Source: an optimization exercise on an open RTL-to-GDS flow (aim: small area, a short achievable clock period and few clock cycles per item). Production flows keep margins and buffers that such runs may drop. The RTL was checked by simulation tests, not by an equivalence proof against the original design.

File: design/flow/design.v
module flume_limit (
    input  wire        clk,
    input  wire        rst,             
    input  wire        in_valid,
    output wire        in_ready,
    input  wire [19:0] in_v_r,          
    input  wire [19:0] in_v_g,
    input  wire [19:0] in_v_b,
    input  wire [3:0]  in_tag,
    input  wire [15:0] in_master,       
    input  wire [19:0] in_ceil,         
    input  wire [19:0] in_fs,           
    input  wire [19:0] in_fg,           
    input  wire        in_emerg,        
    input  wire [19:0] in_elvl,         
    input  wire [19:0] in_pk,           
    input  wire [1:0]  in_sigma,        
    input  wire [15:0] in_d16,          
    output reg         out_valid,
    input  wire        out_ready,
    output reg  [19:0] out_v_r,         
    output reg  [19:0] out_v_g,
    output reg  [19:0] out_v_b,
    output reg  [19:0] out_fs,          
    output reg         out_yield,       
    output reg  [19:0] out_m0,          
    output reg  [15:0] out_dpx          
);
    localparam [19:0] FULL = 20'hFFFFF;
    reg         div_start;
    reg  [39:0] div_num;
    reg  [19:0] div_den;
    wire [39:0] div_q;
    wire        div_done;
    flume_divu #(.NW(40), .DW(20)) u_div (
        .clk(clk), .rst(rst), .start(div_start), .num(div_num), .den(div_den),
        .quo(div_q), .done(div_done)
    );
    localparam [3:0] S_IDLE  = 4'd0,
                     S_PREP  = 4'd1,
                     S_CEIL  = 4'd2,
                     S_CWAIT = 4'd3,
                     S_FLOOR = 4'd4,
                     S_UP    = 4'd5,
                     S_UWAIT = 4'd6,
                     S_DN    = 4'd7,
                     S_DWAIT = 4'd8,
                     S_SWING = 4'd9,
                     S_CMP   = 4'd10,
                     S_KF    = 4'd11,
                     S_MAX0  = 4'd12;
    reg [3:0]  state;
    reg [1:0]  ch;
    reg [59:0] v;          
    reg [3:0]  tag;
    reg [15:0] mst;
    reg [19:0] c, fs, fg, elvl, pk;
    reg        emerg;
    reg [1:0]  sigma;
    reg [15:0] d16;
    reg [19:0] m;          
    reg        yld;
    reg [15:0] up, dn;
    reg [15:0] dpx_r;
    reg [16:0] kfac_r;
    assign in_ready = (state == S_IDLE) && !out_valid;
    wire [16:0] mfac = {1'b0, mst} + {16'd0, mst[15]};
    function [19:0] master;
        input [19:0] x;
        input [16:0] f;
        reg   [36:0] p;
        begin
            p = x * f;
            master = (p + 37'h8000) >> 16;
        end
    endfunction
    function [19:0] max3;
        input [19:0] a, b, e;
        begin
            max3 = a;
            if (b > max3) max3 = b;
            if (e > max3) max3 = e;
        end
    endfunction
    reg [59:0] p_v;
    reg [19:0] p_fs, p_c, p_fg;
    integer i;
    always @(*) begin
        for (i = 0; i < 3; i = i + 1)
            p_v[20*i +: 20] = (tag <= 4'd8) ? master(v[20*i +: 20], mfac) : v[20*i +: 20];
        p_fs = fs;
        if (emerg) begin
            if (tag != 4'hF)
                for (i = 0; i < 3; i = i + 1) p_v[20*i +: 20] = 20'd0;
            if (elvl > p_fs) p_fs = elvl;
        end
        p_c  = (p_fs > c) ? p_fs : c;
        p_fg = (fg < p_c) ? fg : p_c;
    end
    wire [15:0] lim   = (up < dn) ? up : dn;
    wire [15:0] dpx   = (d16 < lim) ? d16 : lim;
    wire        neg   = sigma[1];
    wire [16:0] kfac  = neg ? 17'h10000 - dpx : 17'h10000 + dpx;
    function [19:0] swing;
        input [19:0] x;
        input [16:0] k;
        reg   [37:0] p;
        reg   [21:0] r;
        begin
            p = x * k;
            r = (p + 38'h8000) >> 16;
            swing = (r > {2'b0, FULL}) ? FULL : r[19:0];
        end
    endfunction
    wire [19:0] u = (c < pk) ? c : pk;      
    always @(posedge clk) begin
        div_start <= 1'b0;
        if (rst) begin
            state     <= S_IDLE;
            out_valid <= 1'b0;
        end else begin
            if (out_valid && out_ready)
                out_valid <= 1'b0;
            case (state)
                S_IDLE: if (in_valid && in_ready) begin
                    v[19:0] <= in_v_r; v[39:20] <= in_v_g; v[59:40] <= in_v_b;
                    tag <= in_tag; mst <= in_master;
                    c <= in_ceil; fs <= in_fs; fg <= in_fg;
                    emerg <= in_emerg; elvl <= in_elvl; pk <= in_pk;
                    sigma <= in_sigma; d16 <= in_d16;
                    state <= S_PREP;
                end
                S_PREP: begin
                    for (i = 0; i < 3; i = i + 1) v[20*i +: 20] <= p_v[20*i +: 20];
                    fs  <= p_fs;
                    c   <= p_c;
                    fg  <= p_fg;
                    yld <= (p_fs > c);
                    state <= S_CMP;
                end
                S_CMP: begin
                    m   <= max3(v[19:0], v[39:20], v[59:40]);
                    ch  <= 2'd0;
                    if (max3(v[19:0], v[39:20], v[59:40]) > c) state <= S_CEIL;
                    else state <= S_FLOOR;
                end
                S_CEIL: begin                
                    div_num   <= v[20*ch +: 20] * c;
                    div_den   <= m;
                    div_start <= 1'b1;
                    state     <= S_CWAIT;
                end
                S_CWAIT: if (div_done && !div_start) begin
                    v[20*ch +: 20] <= div_q[19:0];
                    if (ch == 2'd2) state <= S_FLOOR;
                    else begin
                        ch    <= ch + 2'd1;
                        state <= S_CEIL;
                    end
                end
                S_FLOOR: begin
                    for (i = 0; i < 3; i = i + 1)
                        v[20*i +: 20] <= max3(v[20*i +: 20], fs, fg);
                    up <= 16'd0;
                    dn <= 16'd0;
                    state <= S_MAX0;
                end
                S_MAX0: begin
                    m     <= max3(v[19:0], v[39:20], v[59:40]);
                    state <= S_UP;
                end
                S_UP: begin
                    if (sigma[0] == 1'b0 || m == 20'd0) begin
                        state <= S_KF;                
                    end else if (u > m) begin
                        div_num   <= {4'd0, u - m, 16'd0};
                        div_den   <= m;
                        div_start <= 1'b1;
                        state     <= S_UWAIT;
                    end else begin
                        state <= S_DN;
                    end
                end
                S_UWAIT: if (div_done && !div_start) begin
                    up    <= (div_q > 40'hFFFF) ? 16'hFFFF : div_q[15:0];
                    state <= S_DN;
                end
                S_DN: begin
                    if (m > fs) begin
                        div_num   <= {4'd0, m - fs, 16'd0};
                        div_den   <= m;
                        div_start <= 1'b1;
                        state     <= S_DWAIT;
                    end else begin
                        state <= S_KF;
                    end
                end
                S_DWAIT: if (div_done && !div_start) begin
                    dn    <= (div_q > 40'hFFFF) ? 16'hFFFF : div_q[15:0];
                    state <= S_KF;
                end
                S_KF: begin
                    dpx_r  <= dpx;
                    kfac_r <= kfac;
                    state  <= S_SWING;
                end
                S_SWING: begin
                    out_v_r   <= swing(v[19:0], kfac_r);
                    out_v_g   <= swing(v[39:20], kfac_r);
                    out_v_b   <= swing(v[59:40], kfac_r);
                    out_fs    <= fs;
                    out_yield <= yld;
                    out_m0    <= m;
                    out_dpx   <= dpx_r;
                    out_valid <= 1'b1;
                    state     <= S_IDLE;
                end
                default: state <= S_IDLE;
            endcase
        end
    end
endmodule
module flume_divu #(
    parameter NW = 40,
    parameter DW = 20
) (
    input  wire          clk,
    input  wire          rst,
    input  wire          start,
    input  wire [NW-1:0] num,
    input  wire [DW-1:0] den,
    output reg  [NW-1:0] quo,
    output reg           done
);
    reg [DW:0]    rem;
    reg [NW-1:0]  n;
    reg [DW-1:0]  d;
    reg [6:0]     cnt;
    reg           busy;
    wire [DW:0] trial = {rem[DW-1:0], n[NW-1]};
    wire        ge    = trial >= {1'b0, d};
    always @(posedge clk) begin
        if (rst) begin
            busy <= 1'b0;
            done <= 1'b0;
        end else if (start) begin
            rem  <= {(DW+1){1'b0}};
            n    <= num;
            d    <= den;
            quo  <= {NW{1'b0}};
            cnt  <= NW[6:0];
            busy <= 1'b1;
            done <= 1'b0;
        end else if (busy) begin
            rem  <= ge ? trial - {1'b0, d} : trial;
            n    <= {n[NW-2:0], 1'b0};
            quo  <= {quo[NW-2:0], ge};
            cnt  <= cnt - 7'd1;
            if (cnt == 7'd1) begin
                busy <= 1'b0;
                done <= 1'b1;
            end
        end
    end
endmodule
File: design/flow/run.sh
#!/bin/bash
# synth_recipe.tcl (not shown) runs the flow's synth.tcl, then flattens the netlist and writes it again
# the make line also repeats each setting of config.mk as NAME=value (left out here)
make -C /OpenROAD-flow-scripts/flow DESIGN_CONFIG=/design/flow/config.mk WORK_HOME=/design/flow/orfs CLKGATE_MAP_FILE= SYNTH_SCRIPT=/design/flow/synth_recipe.tcl finish
File: design/flow/config.mk
export PLATFORM = sky130hd
export DESIGN_NAME = flume_limit
export DESIGN_NICKNAME = flume_limit
export VERILOG_FILES = /design/flow/design.v
export SDC_FILE = /design/flow/constraint.sdc
export NUM_CORES = 4
export LEC_CHECK = 0
export CAP_MARGIN = 20
export CORE_MARGIN = 2
export CORE_UTILIZATION = 40
export SLEW_MARGIN = 20
File: design/flow/constraint.sdc
create_clock -name core_clock -period 13.0 [get_ports {clk}]
set_input_delay 2.6000 -clock core_clock [delete_from_list [all_inputs] [get_ports {clk}]]
set_output_delay 2.6000 -clock core_clock [all_outputs]
set_load 0.01 [all_outputs]
==> results.txt <==
[synth_stat cells (13+ instances only)]
cell / instances
ha_1: 1241
nor2b_1: 115
o22ai_1: 17
nor4_1: 60
xor2_1: 84
mux2i_1: 165
edfxtp_1: 590
o21bai_1: 18
and2_1: 968
clkbuf_1: 675
o21a_1: 61
a222oi_1: 18
fa_1: 1937
a21o_1: 131
o221ai_1: 36
or3_1: 13
nand2_1: 1771
xnor2_1: 132
a22oi_1: 22
inv_1: 2549
nand4_1: 85
nand3_1: 82
o21ai_1: 18
o31ai_1: 18
or2_2: 15
and3_1: 35
a21oi_1: 393
o211ai_1: 43
buf_1: 15
a221oi_1: 20
a211oi_1: 46
nand2b_1: 50
nor3_1: 86
o21ai_0: 358
nor2_1: 447
a31oi_1: 30
mux2_2: 51
[registers in the layout (all words and copies together) (netlist names), 20 cells and up]
register	count
elvl	20
div_den	20
out_fs	20
out_v_r	20
fg	20
v	60
out_v_g	20
u_div.d	20
out_m0	20
pk	20
div_num	40
u_div.quo	40
fs	20
u_div.rem	20
u_div.n	40
c	20
out_v_b	20
m	20
[worst paths after layout]
path,end,cells after the start,slack [ns]
max,v[38]$_DFFE_PP_,28,3.48
min,u_div.d[2]$_DFFE_PP_,0,0.40
max reg2reg,v[38]$_DFFE_PP_,28,3.48
min reg2reg,u_div.d[2]$_DFFE_PP_,0,0.40
[placed cells by master, fill, tap and decap left out, types with 14 or more instances in the layout]
cell / netlist / layout
inv_1: 2549 / 2549
fa_1: 1937 / 1937
nand2_1: 1771 / 1770
ha_1: 1241 / 1240
and2_1: 968 / 967
edfxtp_1: 590 / 590
nor2_1: 447 / 444
a21oi_1: 393 / 390
o21ai_0: 358 / 337
clkdlybuf4s50_1: 0 / 321
buf_4: 0 / 252
mux2i_1: 165 / 164
a21o_1: 131 / 131
xnor2_1: 132 / 125
nor2b_1: 115 / 115
nand4_1: 85 / 85
nor3_1: 86 / 83
nand3_1: 82 / 82
clkbuf_16: 0 / 82
xor2_1: 84 / 77
o21a_1: 61 / 61
nor4_1: 60 / 60
mux2_2: 51 / 51
nand2b_1: 50 / 50
a211oi_1: 46 / 46
o211ai_1: 43 / 43
o221ai_1: 36 / 36
and3_1: 35 / 34
o21ai_1: 18 / 33
a31oi_1: 30 / 29
a22oi_1: 22 / 22
a221oi_1: 20 / 20
diode_2: 0 / 18
a222oi_1: 18 / 18
o21bai_1: 18 / 17
or2_2: 15 / 15
o22ai_1: 17 / 15
o31ai_1: 18 / 15
clkinv_1: 0 / 14
[through the flow]
step	instances	area (sq um)	hold slack [ns]	utilization
after CTS	16370	125200	0.4119	0.4386
after global routing	16380	125300	0.4215	0.4388
after detailed placement	16230	122600	0.4045	0.4297
after floorplan	12590	115000	0.4003	-
after global placement	16230	122600	0.4026	0.4296
final	16390	125300	0.4031	0.4389
[final cells by class]
type | instances | area (sq um)
well taps | 3762 | 4707
clock inverters | 50 | 460.4
multi-input cells | 8741 | 85270
flip-flops and latches | 598 | 17880
repair buffers | 581 | 5260
inverters | 2549 | 9568
clock buffers | 94 | 2097
fillers | 28010 | 160200
diodes | 18 | 45.04
[kinds of logic after synthesis]
group	count (synthesis)	share of synthesized area
compound gates	1357	0.07426
simple gates	3773	0.1559
fa+ha+maj	3178	0.4723
flops	598	0.1555
buf+inv	3249	0.1062
xor+xnor	217	0.01659
mux	216	0.01936
[worst max-delay path, delay by kind of cell, from the launching register on]
kind            cells  cell delay (ns)
compound gates      5             1.47
flops               1             0.56
buf+inv             6             0.79
xor+xnor            2             1.08
simple gates        8             2.07
fa+ha+maj           7             3.23
[per-layer routing]
metal  up-vias  wire, microns  global-route usage  share of wire
li1      39200              -                   -              -
met5         -             85                   0        0.00022
met3       888          31720             0.05247          0.082
met2      3688         172300              0.4209           0.44
met4        12          23930              0.1369          0.062
met1     44790         159700              0.3531           0.41
==> reports/metrics.csv <==
metric,value,unit
die_h,540.2,microns
drtIter0Drc,7622,
synth.avg_cell_area,9.135,sq um
post-synth-top-area-cell,fa_1,
vias,88580,
drive_above_1_share,0.04020,
maxCapViolCount,0,
hold_class,flip-flop to flip-flop,
grt_pass1_vias,91320,
syn-instance-count,12590,
outcome,no timing/DRC/antenna violations,
synth_top_area_share,0.3372,
clkTransAtPathRegs,0.06,ns
cts-hold-fix-buffers,0,
rsz0062_at_grt,false,
crit_start,mst[2]$_DFFE_PP_,
ys_ff_latch,598,
synth_area_leaders,"fa_1, edfxtp_1, ha_1",
grt_max_degree,109,
crit_path_frequent_cell,fa_1,
fin_crit_sh,0.7323,
htreeDepth,3,
worstSetupEndpointType,flip-flop,
yosysWarnings,2,
final-hold-violation-count,0,
setup_slack,3.480,ns
nets,15930,
clock_latency,0.84,ns
io_buffers,321,
yosysSeqAreaShare,0.1555,
grt_first_pass_wirelength,588300,microns
synthArstFlopShare,0,
area_growth_syn_to_layout,8.963,%
synth_edf_count,590,
cts_buffer_depth,4,
max_stage_delay,0.90,ns
drt_wl_total,387800,microns
critPathSlowestCell,xor2_4,
worst-endpoint-required,13.52,ns
ioPinCount,322,
die_x,540.2,microns
pre_cts_slack,3.564,ns
drtPass1Iterations,9,
cts_resized,0,
path_max_fanout,33,
grt_usage,0.2686,
cts_tree,done,
synth_flop_cell,edfxtp_1,
worstReg2RegStart,mst[2]$_DFFE_PP_,
crit_arrival,10.04,ns
synth_nets,15970,
min-delay-start,div_den[2]$_DFFE_PP_,
dp_hpwl,292700,microns
place_congestion,1.018,
timing.setup.tns,0,ns
core,285500,sq um
cts_setup_buffers,0,
initial_core_util,0.4028,
wl_per_cell,23.65,microns
synthDistinctLibCells,80,
max-slew-margin-rel,0.1921,
fmax,105.0,MHz
die-area,291800,sq um
rows,196,
finalClockSkew,0.08952,ns
syn_area,115000,sq um
worst_slew_pin_slew,1.212,ns
crit_type,flip-flop to flip-flop,
setup-violations-final,0,
vias_per_cell,5.403,
drc,0,
grt_antenna_before_repair,23,
cts_buffers,81,
clock-sinks,598,
critPathLaunchType,flip-flop,
ant_nets,0,
grt_overflow,0,
clockRootBuffer,clkbuf_16,
slew_violations,0,
layout_min_cycle_time,9.520,ns
Testbench counts, summed over its fixed seeds: cycles 548,115, pixels 9,000.

==> what the ideal ports hide <==
The results above use ideal ports. As a check the final layout listed here was re-extracted and re-timed, cells and wires unchanged. Step 1, drivers: a clkbuf_16 drives clk and a buf_2 each remaining input, both assumed. Step 2 moves the port delays by t, midway between the first and last clock arrival at a register: inputs arrive t later, outputs are due t later. That takes back most of the time a late clock gives input paths. Slacks: no drivers / after step 1 / after step 2; pairs: no drivers / after step 1.
t, ns: 0.906
setup WS [ns]: 3.480 / 3.480 / 3.480
hold slack, ns: 0.403 / 0.403 / 0.403
slew at the worst register clock pin (ns): 0.08 / 0.08
cell pins on the clock port's net: 1
After both steps setup and hold are still met in this run. The setup slack of this run moves by 0.000 ns with the drivers and by 0.000 ns with both steps.
